This design comes from an exercise in tuning for small area, a short achievable clock period and few clock cycles per item on the open sky130 flow, not from production work. Only simulation tests tie the RTL to the original design; equivalence was not proved.

==> job 6001: inputs <==
==> flow/design.v <==
module dge_sha256 (
    input  wire         clk,
    input  wire         rst,         
    input  wire         in_valid,
    output wire         in_ready,
    input  wire [63:0]  in_data,
    input  wire         in_first,
    input  wire         in_last,
    output reg          out_valid,
    output wire [255:0] out_digest
);
    localparam [31:0] IV0 = 32'h6a09e667, IV1 = 32'hbb67ae85,
                      IV2 = 32'h3c6ef372, IV3 = 32'ha54ff53a,
                      IV4 = 32'h510e527f, IV5 = 32'h9b05688c,
                      IV6 = 32'h1f83d9ab, IV7 = 32'h5be0cd19;
    reg [6:0]  rc;           
    reg        busy;         
    reg        cur_first;    
    reg        cur_last;     
    reg [3:0]  lcnt;         
    reg [3:0]  lph;          
    reg        pf, pl;       
    reg        hi_pend;      
    reg        rdy;
    reg [31:0] w [0:15];
    reg [31:0] s_hi;
    reg [31:0] a, b, c, d, e, f, g, h;
    reg [31:0] p;            
    reg [31:0] qa0, qa1, qa2, qa3;    
    reg [31:0] qe0, qe1, qe2, qe3;    
    assign in_ready = rdy;
    wire accept = in_valid & rdy & ~rst;
    wire fin   = rc[6];                           
    wire rot   = rc[6] | (rc[5:0] >= 6'd61);      
    wire start = fin & (lcnt == 4'd8) & (lph == 4'd15);
    reg [31:0] k_n;
    always @(*) begin
        case (rc)
            7'd0:  k_n = 32'h71374491; 7'd1:  k_n = 32'hb5c0fbcf;
            7'd2:  k_n = 32'he9b5dba5; 7'd3:  k_n = 32'h3956c25b;
            7'd4:  k_n = 32'h59f111f1; 7'd5:  k_n = 32'h923f82a4;
            7'd6:  k_n = 32'hab1c5ed5; 7'd7:  k_n = 32'hd807aa98;
            7'd8:  k_n = 32'h12835b01; 7'd9:  k_n = 32'h243185be;
            7'd10: k_n = 32'h550c7dc3; 7'd11: k_n = 32'h72be5d74;
            7'd12: k_n = 32'h80deb1fe; 7'd13: k_n = 32'h9bdc06a7;
            7'd14: k_n = 32'hc19bf174; 7'd15: k_n = 32'he49b69c1;
            7'd16: k_n = 32'hefbe4786; 7'd17: k_n = 32'h0fc19dc6;
            7'd18: k_n = 32'h240ca1cc; 7'd19: k_n = 32'h2de92c6f;
            7'd20: k_n = 32'h4a7484aa; 7'd21: k_n = 32'h5cb0a9dc;
            7'd22: k_n = 32'h76f988da; 7'd23: k_n = 32'h983e5152;
            7'd24: k_n = 32'ha831c66d; 7'd25: k_n = 32'hb00327c8;
            7'd26: k_n = 32'hbf597fc7; 7'd27: k_n = 32'hc6e00bf3;
            7'd28: k_n = 32'hd5a79147; 7'd29: k_n = 32'h06ca6351;
            7'd30: k_n = 32'h14292967; 7'd31: k_n = 32'h27b70a85;
            7'd32: k_n = 32'h2e1b2138; 7'd33: k_n = 32'h4d2c6dfc;
            7'd34: k_n = 32'h53380d13; 7'd35: k_n = 32'h650a7354;
            7'd36: k_n = 32'h766a0abb; 7'd37: k_n = 32'h81c2c92e;
            7'd38: k_n = 32'h92722c85; 7'd39: k_n = 32'ha2bfe8a1;
            7'd40: k_n = 32'ha81a664b; 7'd41: k_n = 32'hc24b8b70;
            7'd42: k_n = 32'hc76c51a3; 7'd43: k_n = 32'hd192e819;
            7'd44: k_n = 32'hd6990624; 7'd45: k_n = 32'hf40e3585;
            7'd46: k_n = 32'h106aa070; 7'd47: k_n = 32'h19a4c116;
            7'd48: k_n = 32'h1e376c08; 7'd49: k_n = 32'h2748774c;
            7'd50: k_n = 32'h34b0bcb5; 7'd51: k_n = 32'h391c0cb3;
            7'd52: k_n = 32'h4ed8aa4a; 7'd53: k_n = 32'h5b9cca4f;
            7'd54: k_n = 32'h682e6ff3; 7'd55: k_n = 32'h748f82ee;
            7'd56: k_n = 32'h78a5636f; 7'd57: k_n = 32'h84c87814;
            7'd58: k_n = 32'h8cc70208; 7'd59: k_n = 32'h90befffa;
            7'd60: k_n = 32'ha4506ceb; 7'd61: k_n = 32'hbef9a3f7;
            7'd62: k_n = 32'hc67178f2; default: k_n = 32'h428a2f98;
        endcase
    end
    wire [31:0] big_s0 = {a[1:0], a[31:2]} ^ {a[12:0], a[31:13]} ^ {a[21:0], a[31:22]};
    wire [31:0] big_s1 = {e[5:0], e[31:6]} ^ {e[10:0], e[31:11]} ^ {e[24:0], e[31:25]};
    wire [31:0] ch     = (e & f) ^ (~e & g);
    wire [31:0] maj    = (a & b) ^ (a & c) ^ (b & c);
    wire [31:0] t_s = p ^ ch ^ big_s1;
    wire [31:0] t_c = {(p[30:0] & ch[30:0]) | (p[30:0] & big_s1[30:0]) | (ch[30:0] & big_s1[30:0]), 1'b0};
    wire [31:0] e_s = t_s ^ t_c ^ d;
    wire [31:0] e_c = {(t_s[30:0] & t_c[30:0]) | (t_s[30:0] & d[30:0]) | (t_c[30:0] & d[30:0]), 1'b0};
    wire [31:0] e_new = e_s + e_c;
    wire [31:0] u_s = t_s ^ t_c ^ big_s0;
    wire [31:0] u_c = {(t_s[30:0] & t_c[30:0]) | (t_s[30:0] & big_s0[30:0]) | (t_c[30:0] & big_s0[30:0]), 1'b0};
    wire [31:0] v_s = u_s ^ u_c ^ maj;
    wire [31:0] v_c = {(u_s[30:0] & u_c[30:0]) | (u_s[30:0] & maj[30:0]) | (u_c[30:0] & maj[30:0]), 1'b0};
    wire [31:0] a_new = v_s + v_c;
    wire [31:0] sm_s0 = {w[1][6:0], w[1][31:7]} ^ {w[1][17:0], w[1][31:18]} ^ (w[1] >> 3);
    wire [31:0] sm_s1 = {w[14][16:0], w[14][31:17]} ^ {w[14][18:0], w[14][31:19]} ^ (w[14] >> 10);
    wire [31:0] w_next = sm_s1 + w[9] + sm_s0 + w[0];
    reg  [31:0] iva, ive;
    always @(*) begin
        case (rc[1:0])
            2'd1:    begin iva = IV3; ive = IV7; end    
            2'd2:    begin iva = IV2; ive = IV6; end    
            2'd3:    begin iva = IV1; ive = IV5; end    
            default: begin iva = IV0; ive = IV4; end    
        endcase
    end
    wire [31:0] xa = cur_first ? iva : qa0;
    wire [31:0] xe = cur_first ? ive : qe0;
    wire [31:0] sum_a = xa + (busy ? a : 32'd0);
    wire [31:0] sum_e = xe + (busy ? e : 32'd0);
    wire [31:0] p_op  = fin ? (pf ? IV7 : qe1) : g;
    wire [31:0] p_new = p_op + k_n + w[1];
    wire q0_slot = (rc == 7'd49) | (rc == 7'd53) | (rc == 7'd57) | (rc == 7'd61);
    function can_acc(input [3:0] lc, input [3:0] ph, input [6:0] r);
        can_acc = (lc == 4'd0) ? ((r == 7'd49) | (r == 7'd53) | (r == 7'd57) | (r == 7'd61))
                               : (~lc[3] & (ph == {lc[2:0], 1'b0}));
    endfunction
    wire [31:0] in_lo = {in_data[7:0],   in_data[15:8],  in_data[23:16], in_data[31:24]};
    wire [31:0] in_hi = {in_data[39:32], in_data[47:40], in_data[55:48], in_data[63:56]};
    wire sched_we = busy & (rc <= 7'd47);
    reg [6:0] rc_n;
    reg [3:0] lcnt_n, lph_n;
    always @(*) begin
        if (rst) begin
            rc_n = 7'd61; lcnt_n = 4'd0; lph_n = 4'd0;
        end else begin
            if (fin) rc_n = start ? 7'd0 : 7'd61;
            else     rc_n = rc + 7'd1;
            if (start)       lcnt_n = 4'd0;
            else if (accept) lcnt_n = lcnt + 4'd1;
            else             lcnt_n = lcnt;
            lph_n = (accept & (lcnt == 4'd0)) ? 4'd1 : lph + 4'd1;
        end
    end
    integer i;
    always @(posedge clk) begin
        rc   <= rc_n;
        lcnt <= lcnt_n;
        lph  <= lph_n;
        rdy  <= can_acc(lcnt_n, lph_n, rc_n);
        hi_pend <= accept;
        if (accept & (lcnt == 4'd0)) begin
            pf <= in_first;
            pl <= in_last;
        end
        if (rst) begin
            busy      <= 1'b0;
            cur_first <= 1'b0;
            out_valid <= 1'b0;
        end else begin
            out_valid <= fin & busy & cur_last;
            if (fin) begin
                busy      <= start;
                cur_first <= start & pf;
                cur_last  <= pl;
            end
        end
        for (i = 0; i < 15; i = i + 1)
            w[i] <= w[i + 1];
        if (sched_we)     w[15] <= w_next;
        else if (accept)  w[15] <= in_lo;
        else if (hi_pend) w[15] <= s_hi;
        else              w[15] <= w[0];
        s_hi <= in_hi;
        p <= p_new;
        if (fin) begin
            a <= pf ? IV0 : sum_a; b <= pf ? IV1 : qa3;
            c <= pf ? IV2 : qa2;   d <= pf ? IV3 : qa1;
            e <= pf ? IV4 : sum_e; f <= pf ? IV5 : qe3;
            g <= pf ? IV6 : qe2;   h <= pf ? IV7 : qe1;
        end else begin
            a <= a_new; b <= a; c <= b; d <= c;
            e <= e_new; f <= e; g <= f; h <= g;
        end
        if (rot) begin
            qa0 <= qa1; qa1 <= qa2; qa2 <= qa3; qa3 <= sum_a;
            qe0 <= qe1; qe1 <= qe2; qe2 <= qe3; qe3 <= sum_e;
        end
    end
    wire [31:0] H0 = qa3, H1 = qa2, H2 = qa1, H3 = qa0;
    wire [31:0] H4 = qe3, H5 = qe2, H6 = qe1, H7 = qe0;
    assign out_digest = {
        H7[7:0], H7[15:8], H7[23:16], H7[31:24],
        H6[7:0], H6[15:8], H6[23:16], H6[31:24],
        H5[7:0], H5[15:8], H5[23:16], H5[31:24],
        H4[7:0], H4[15:8], H4[23:16], H4[31:24],
        H3[7:0], H3[15:8], H3[23:16], H3[31:24],
        H2[7:0], H2[15:8], H2[23:16], H2[31:24],
        H1[7:0], H1[15:8], H1[23:16], H1[31:24],
        H0[7:0], H0[15:8], H0[23:16], H0[31:24]
    };
endmodule
==> flow/run.sh <==
#!/bin/bash
# synth_recipe.tcl (not shown) runs the flow's synth.tcl, then flattens the netlist and writes it again
# the make line also repeats each setting of config.mk as NAME=value (left out here)
make -C /OpenROAD-flow-scripts/flow DESIGN_CONFIG=/design/flow/config.mk WORK_HOME=/design/flow/orfs CLKGATE_MAP_FILE= SYNTH_SCRIPT=/design/flow/synth_recipe.tcl finish
==> flow/config.mk <==
export PLATFORM = sky130hd
export DESIGN_NAME = dge_sha256
export DESIGN_NICKNAME = dge_sha256
export VERILOG_FILES = /design/flow/design.v
export SDC_FILE = /design/flow/constraint.sdc
export NUM_CORES = 4
export LEC_CHECK = 0
export CAP_MARGIN = 20
export CORE_MARGIN = 2
export CORE_UTILIZATION = 60
export PLACE_DENSITY = 0.72
export SETUP_SLACK_MARGIN = 5
export SLEW_MARGIN = 20
==> flow/constraint.sdc <==
create_clock -name core_clock -period 10.0 [get_ports {clk}]
set_input_delay 2.0000 -clock core_clock [delete_from_list [all_inputs] [get_ports {clk}]]
set_output_delay 2.0000 -clock core_clock [all_outputs]
set_load 0.01 [all_outputs]
==> job 1136 (differences from job 6001) <==
--- a/flow/design.v
+++ b/flow/design.v
@@ -14,25 +14,23 @@
                       IV4 = 32'h510e527f, IV5 = 32'h9b05688c,
                       IV6 = 32'h1f83d9ab, IV7 = 32'h5be0cd19;
     reg [6:0]  rc;           
+    reg        fin;          
+    reg        addc;         
+    reg        sched_we;     
     reg        busy;         
     reg        cur_first;    
     reg        cur_last;     
     reg [3:0]  lcnt;         
     reg [3:0]  lph;          
     reg        pf, pl;       
-    reg        hi_pend;      
     reg        rdy;
     reg [31:0] w [0:15];
-    reg [31:0] s_hi;
     reg [31:0] a, b, c, d, e, f, g, h;
     reg [31:0] p;            
-    reg [31:0] qa0, qa1, qa2, qa3;    
-    reg [31:0] qe0, qe1, qe2, qe3;    
+    reg [31:0] ra0, ra1, ra2, ra3, ra4;    
+    reg [31:0] re0, re1, re2, re3, re4;    
     assign in_ready = rdy;
     wire accept = in_valid & rdy & ~rst;
-    wire fin   = rc[6];                           
-    wire rot   = rc[6] | (rc[5:0] >= 6'd61);      
-    wire start = fin & (lcnt == 4'd8) & (lph == 4'd15);
     reg [31:0] k_n;
     always @(*) begin
         case (rc)
@@ -70,23 +68,34 @@
             7'd62: k_n = 32'hc67178f2; default: k_n = 32'h428a2f98;
         endcase
     end
+    function [63:0] c42(input [31:0] x1, input [31:0] x2, input [31:0] x3, input [31:0] x4);
+        reg [31:0] s12, co, t, ci, cr;
+        integer k;
+        begin
+            s12 = x1 ^ x2;
+            for (k = 0; k < 32; k = k + 1)
+                co[k] = s12[k] ? x3[k] : x1[k];
+            t  = s12 ^ (x3 ^ x4);
+            ci = {co[30:0], 1'b0};
+            for (k = 0; k < 32; k = k + 1)
+                cr[k] = t[k] ? ci[k] : x4[k];
+            c42 = {cr[30:0], 1'b0, t ^ ci};
+        end
+    endfunction
     wire [31:0] big_s0 = {a[1:0], a[31:2]} ^ {a[12:0], a[31:13]} ^ {a[21:0], a[31:22]};
     wire [31:0] big_s1 = {e[5:0], e[31:6]} ^ {e[10:0], e[31:11]} ^ {e[24:0], e[31:25]};
     wire [31:0] ch     = (e & f) ^ (~e & g);
     wire [31:0] maj    = (a & b) ^ (a & c) ^ (b & c);
-    wire [31:0] t_s = p ^ ch ^ big_s1;
-    wire [31:0] t_c = {(p[30:0] & ch[30:0]) | (p[30:0] & big_s1[30:0]) | (ch[30:0] & big_s1[30:0]), 1'b0};
-    wire [31:0] e_s = t_s ^ t_c ^ d;
-    wire [31:0] e_c = {(t_s[30:0] & t_c[30:0]) | (t_s[30:0] & d[30:0]) | (t_c[30:0] & d[30:0]), 1'b0};
-    wire [31:0] e_new = e_s + e_c;
-    wire [31:0] u_s = t_s ^ t_c ^ big_s0;
-    wire [31:0] u_c = {(t_s[30:0] & t_c[30:0]) | (t_s[30:0] & big_s0[30:0]) | (t_c[30:0] & big_s0[30:0]), 1'b0};
-    wire [31:0] v_s = u_s ^ u_c ^ maj;
-    wire [31:0] v_c = {(u_s[30:0] & u_c[30:0]) | (u_s[30:0] & maj[30:0]) | (u_c[30:0] & maj[30:0]), 1'b0};
-    wire [31:0] a_new = v_s + v_c;
+    wire [63:0] e_cs  = c42(p, d, ch, big_s1);
+    wire [31:0] e_new = e_cs[31:0] + e_cs[63:32];
+    wire [31:0] t_s = p ^ ch ^ maj;
+    wire [31:0] t_c = {(p[30:0] & ch[30:0]) | (p[30:0] & maj[30:0]) | (ch[30:0] & maj[30:0]), 1'b0};
+    wire [63:0] a_cs  = c42(t_s, t_c, big_s0, big_s1);
+    wire [31:0] a_new = a_cs[31:0] + a_cs[63:32];
     wire [31:0] sm_s0 = {w[1][6:0], w[1][31:7]} ^ {w[1][17:0], w[1][31:18]} ^ (w[1] >> 3);
     wire [31:0] sm_s1 = {w[14][16:0], w[14][31:17]} ^ {w[14][18:0], w[14][31:19]} ^ (w[14] >> 10);
-    wire [31:0] w_next = sm_s1 + w[9] + sm_s0 + w[0];
+    wire [63:0] w_cs   = c42(w[0], w[9], sm_s0, sm_s1);
+    wire [31:0] w_next = w_cs[31:0] + w_cs[63:32];
     reg  [31:0] iva, ive;
     always @(*) begin
         case (rc[1:0])
@@ -96,27 +105,28 @@
             default: begin iva = IV0; ive = IV4; end    
         endcase
     end
-    wire [31:0] xa = cur_first ? iva : qa0;
-    wire [31:0] xe = cur_first ? ive : qe0;
-    wire [31:0] sum_a = xa + (busy ? a : 32'd0);
-    wire [31:0] sum_e = xe + (busy ? e : 32'd0);
-    wire [31:0] p_op  = fin ? (pf ? IV7 : qe1) : g;
+    wire        use_iv = cur_first & addc;
+    wire        add_on = busy & addc;
+    wire [31:0] xa = use_iv ? iva : ra0;
+    wire [31:0] xe = use_iv ? ive : re0;
+    wire [31:0] sum_a = xa + (add_on ? a : 32'd0);
+    wire [31:0] sum_e = xe + (add_on ? e : 32'd0);
+    wire [31:0] p_op  = fin ? (pf ? IV7 : re2) : g;
     wire [31:0] p_new = p_op + k_n + w[1];
-    wire q0_slot = (rc == 7'd49) | (rc == 7'd53) | (rc == 7'd57) | (rc == 7'd61);
     function can_acc(input [3:0] lc, input [3:0] ph, input [6:0] r);
-        can_acc = (lc == 4'd0) ? ((r == 7'd49) | (r == 7'd53) | (r == 7'd57) | (r == 7'd61))
+        can_acc = (lc == 4'd0) ? ((r == 7'd50) | (r == 7'd55) | (r == 7'd60))
                                : (~lc[3] & (ph == {lc[2:0], 1'b0}));
     endfunction
     wire [31:0] in_lo = {in_data[7:0],   in_data[15:8],  in_data[23:16], in_data[31:24]};
     wire [31:0] in_hi = {in_data[39:32], in_data[47:40], in_data[55:48], in_data[63:56]};
-    wire sched_we = busy & (rc <= 7'd47);
+    wire start = fin & (lph == 4'd14) & ((lcnt == 4'd8) | ((lcnt == 4'd7) & accept));
     reg [6:0] rc_n;
     reg [3:0] lcnt_n, lph_n;
     always @(*) begin
         if (rst) begin
-            rc_n = 7'd61; lcnt_n = 4'd0; lph_n = 4'd0;
+            rc_n = 7'd60; lcnt_n = 4'd0; lph_n = 4'd0;
         end else begin
-            if (fin) rc_n = start ? 7'd0 : 7'd61;
+            if (fin) rc_n = start ? 7'd0 : 7'd60;
             else     rc_n = rc + 7'd1;
             if (start)       lcnt_n = 4'd0;
             else if (accept) lcnt_n = lcnt + 4'd1;
@@ -127,10 +137,11 @@
     integer i;
     always @(posedge clk) begin
         rc   <= rc_n;
+        fin  <= rc_n[6];
+        addc <= rc_n[6] | (rc_n[5:0] >= 6'd61);
         lcnt <= lcnt_n;
         lph  <= lph_n;
         rdy  <= can_acc(lcnt_n, lph_n, rc_n);
-        hi_pend <= accept;
         if (accept & (lcnt == 4'd0)) begin
             pf <= in_first;
             pl <= in_last;
@@ -139,6 +150,7 @@
             busy      <= 1'b0;
             cur_first <= 1'b0;
             out_valid <= 1'b0;
+            sched_we  <= 1'b0;
         end else begin
             out_valid <= fin & busy & cur_last;
             if (fin) begin
@@ -146,31 +158,32 @@
                 cur_first <= start & pf;
                 cur_last  <= pl;
             end
+            sched_we <= (fin ? start : busy) & (rc_n <= 7'd47);
         end
-        for (i = 0; i < 15; i = i + 1)
+        for (i = 0; i < 14; i = i + 1)
             w[i] <= w[i + 1];
-        if (sched_we)     w[15] <= w_next;
-        else if (accept)  w[15] <= in_lo;
-        else if (hi_pend) w[15] <= s_hi;
-        else              w[15] <= w[0];
-        s_hi <= in_hi;
+        if (accept) begin
+            w[14] <= in_lo;
+            w[15] <= in_hi;
+        end else begin
+            w[14] <= w[15];
+            w[15] <= sched_we ? w_next : w[0];
+        end
         p <= p_new;
         if (fin) begin
-            a <= pf ? IV0 : sum_a; b <= pf ? IV1 : qa3;
-            c <= pf ? IV2 : qa2;   d <= pf ? IV3 : qa1;
-            e <= pf ? IV4 : sum_e; f <= pf ? IV5 : qe3;
-            g <= pf ? IV6 : qe2;   h <= pf ? IV7 : qe1;
+            a <= pf ? IV0 : sum_a; b <= pf ? IV1 : ra4;
+            c <= pf ? IV2 : ra3;   d <= pf ? IV3 : ra2;
+            e <= pf ? IV4 : sum_e; f <= pf ? IV5 : re4;
+            g <= pf ? IV6 : re3;   h <= pf ? IV7 : re2;
         end else begin
             a <= a_new; b <= a; c <= b; d <= c;
             e <= e_new; f <= e; g <= f; h <= g;
         end
-        if (rot) begin
-            qa0 <= qa1; qa1 <= qa2; qa2 <= qa3; qa3 <= sum_a;
-            qe0 <= qe1; qe1 <= qe2; qe2 <= qe3; qe3 <= sum_e;
-        end
+        ra0 <= ra1; ra1 <= ra2; ra2 <= ra3; ra3 <= ra4; ra4 <= sum_a;
+        re0 <= re1; re1 <= re2; re2 <= re3; re3 <= re4; re4 <= sum_e;
     end
-    wire [31:0] H0 = qa3, H1 = qa2, H2 = qa1, H3 = qa0;
-    wire [31:0] H4 = qe3, H5 = qe2, H6 = qe1, H7 = qe0;
+    wire [31:0] H0 = ra4, H1 = ra3, H2 = ra2, H3 = ra1;
+    wire [31:0] H4 = re4, H5 = re3, H6 = re2, H7 = re1;
     assign out_digest = {
         H7[7:0], H7[15:8], H7[23:16], H7[31:24],
         H6[7:0], H6[15:8], H6[23:16], H6[31:24],
==> flow/flow/run.sh (new file) <==
#!/bin/bash
set -e
export SETUP_SLACK_MARGIN=6
export BUFFER_PORTS_ARGS="-buffer_cell sky130_fd_sc_hd__buf_1"
bash standard.sh > standard.log 2>&1
==> flow/standard.sh (new file) <==
#!/bin/bash
# synth_recipe.tcl (not shown) runs the flow's synth.tcl, then flattens the netlist and writes it again
# the make line also repeats each setting of config.mk as NAME=value (left out here)
make -C /OpenROAD-flow-scripts/flow DESIGN_CONFIG=/design/flow/config.mk WORK_HOME=/design/flow/orfs CLKGATE_MAP_FILE= SYNTH_SCRIPT=/design/flow/synth_recipe.tcl "${@:-finish}"
ABC_AREA = 1   (was not set)
CTS_CLUSTER_DIAMETER = 80   (was not set)
CTS_CLUSTER_SIZE = 25   (was not set)
SETUP_SLACK_MARGIN = not set   (was 5)
removed: flow/run.sh
==> job 4893 (differences from job 6001) <==
CORE_UTILIZATION = 40   (was 60)
PLACE_DENSITY = 0.6   (was 0.72)
SETUP_SLACK_MARGIN = not set   (was 5)
==> run notes <==
metric                                                        job 4893                job 6001           job 1136
Total area of sequential cells                             0.02484 mm2             0.02496 mm2        0.02306 mm2
Maximum operating frequency                                  171.5 MHz               197.3 MHz          248.2 MHz
Wire length on met2                                          75,910 um               74,050 um          91,220 um
Area of the multi-input gates                              0.02302 mm2             0.02349 mm2        0.02750 mm2
CP Depth                                                            16                      19                 13
Height of the die                                             358.7 um                293.6 um           299.8 um
Cell class with the largest area share          flip-flops and latches  flip-flops and latches  multi-input gates
Clock slew at reported path FFs                                0.06 ns                 0.07 ns            0.10 ns
RSZ-0062 raised after global routing                                no                     yes                yes
Core Box Area                                               0.1252 mm2             0.08329 mm2        0.08675 mm2
Outcome                                       finished with violations  no timing/DRC/antenna violations  no timing/DRC/antenna violations
Layout check failures                                    antenna rules                       -                  -
Testbench counts of job 6001, summed over its fixed seeds: cycles 31,271, blocks 479.
Testbench counts of job 1136, summed over its fixed seeds: cycles 31,263, blocks 479.
Testbench counts of job 4893, summed over its fixed seeds: cycles 31,271, blocks 479.

## what the ideal ports hide
How much do the figures lean on ideal ports? The routed layouts below were timed once more, with nothing changed but the port constraints. Step 1 sets driving cells, clkbuf_16 on the clock port and buf_2 on the other inputs (assumed; they add their load-dependent delay and slew). Step 2, shift: input delay + t, output delay - t, t = (earliest + latest rising clock arrival at the registers) / 2. This alone moves slack from input paths to output paths. Three values: ideal ports, drivers, drivers and shift; two values: the first two.
run | t, ns | setup WS [ns] | hold WS [ns]
job 6001 | 0.767 | 4.931 / 4.931 / 4.406 | 0.302 / 0.302 / 0.302
job 1136 | 0.797 | 5.971 / 5.971 / 5.462 | 0.322 / 0.322 / 0.322
job 4893 | 0.813 | 4.171 / 4.171 / 3.940 | 0.298 / 0.298 / 0.298
For job 6001, which loses most, drivers alone change the setup slack by 0.000 ns; drivers and shift together by -0.525 ns.
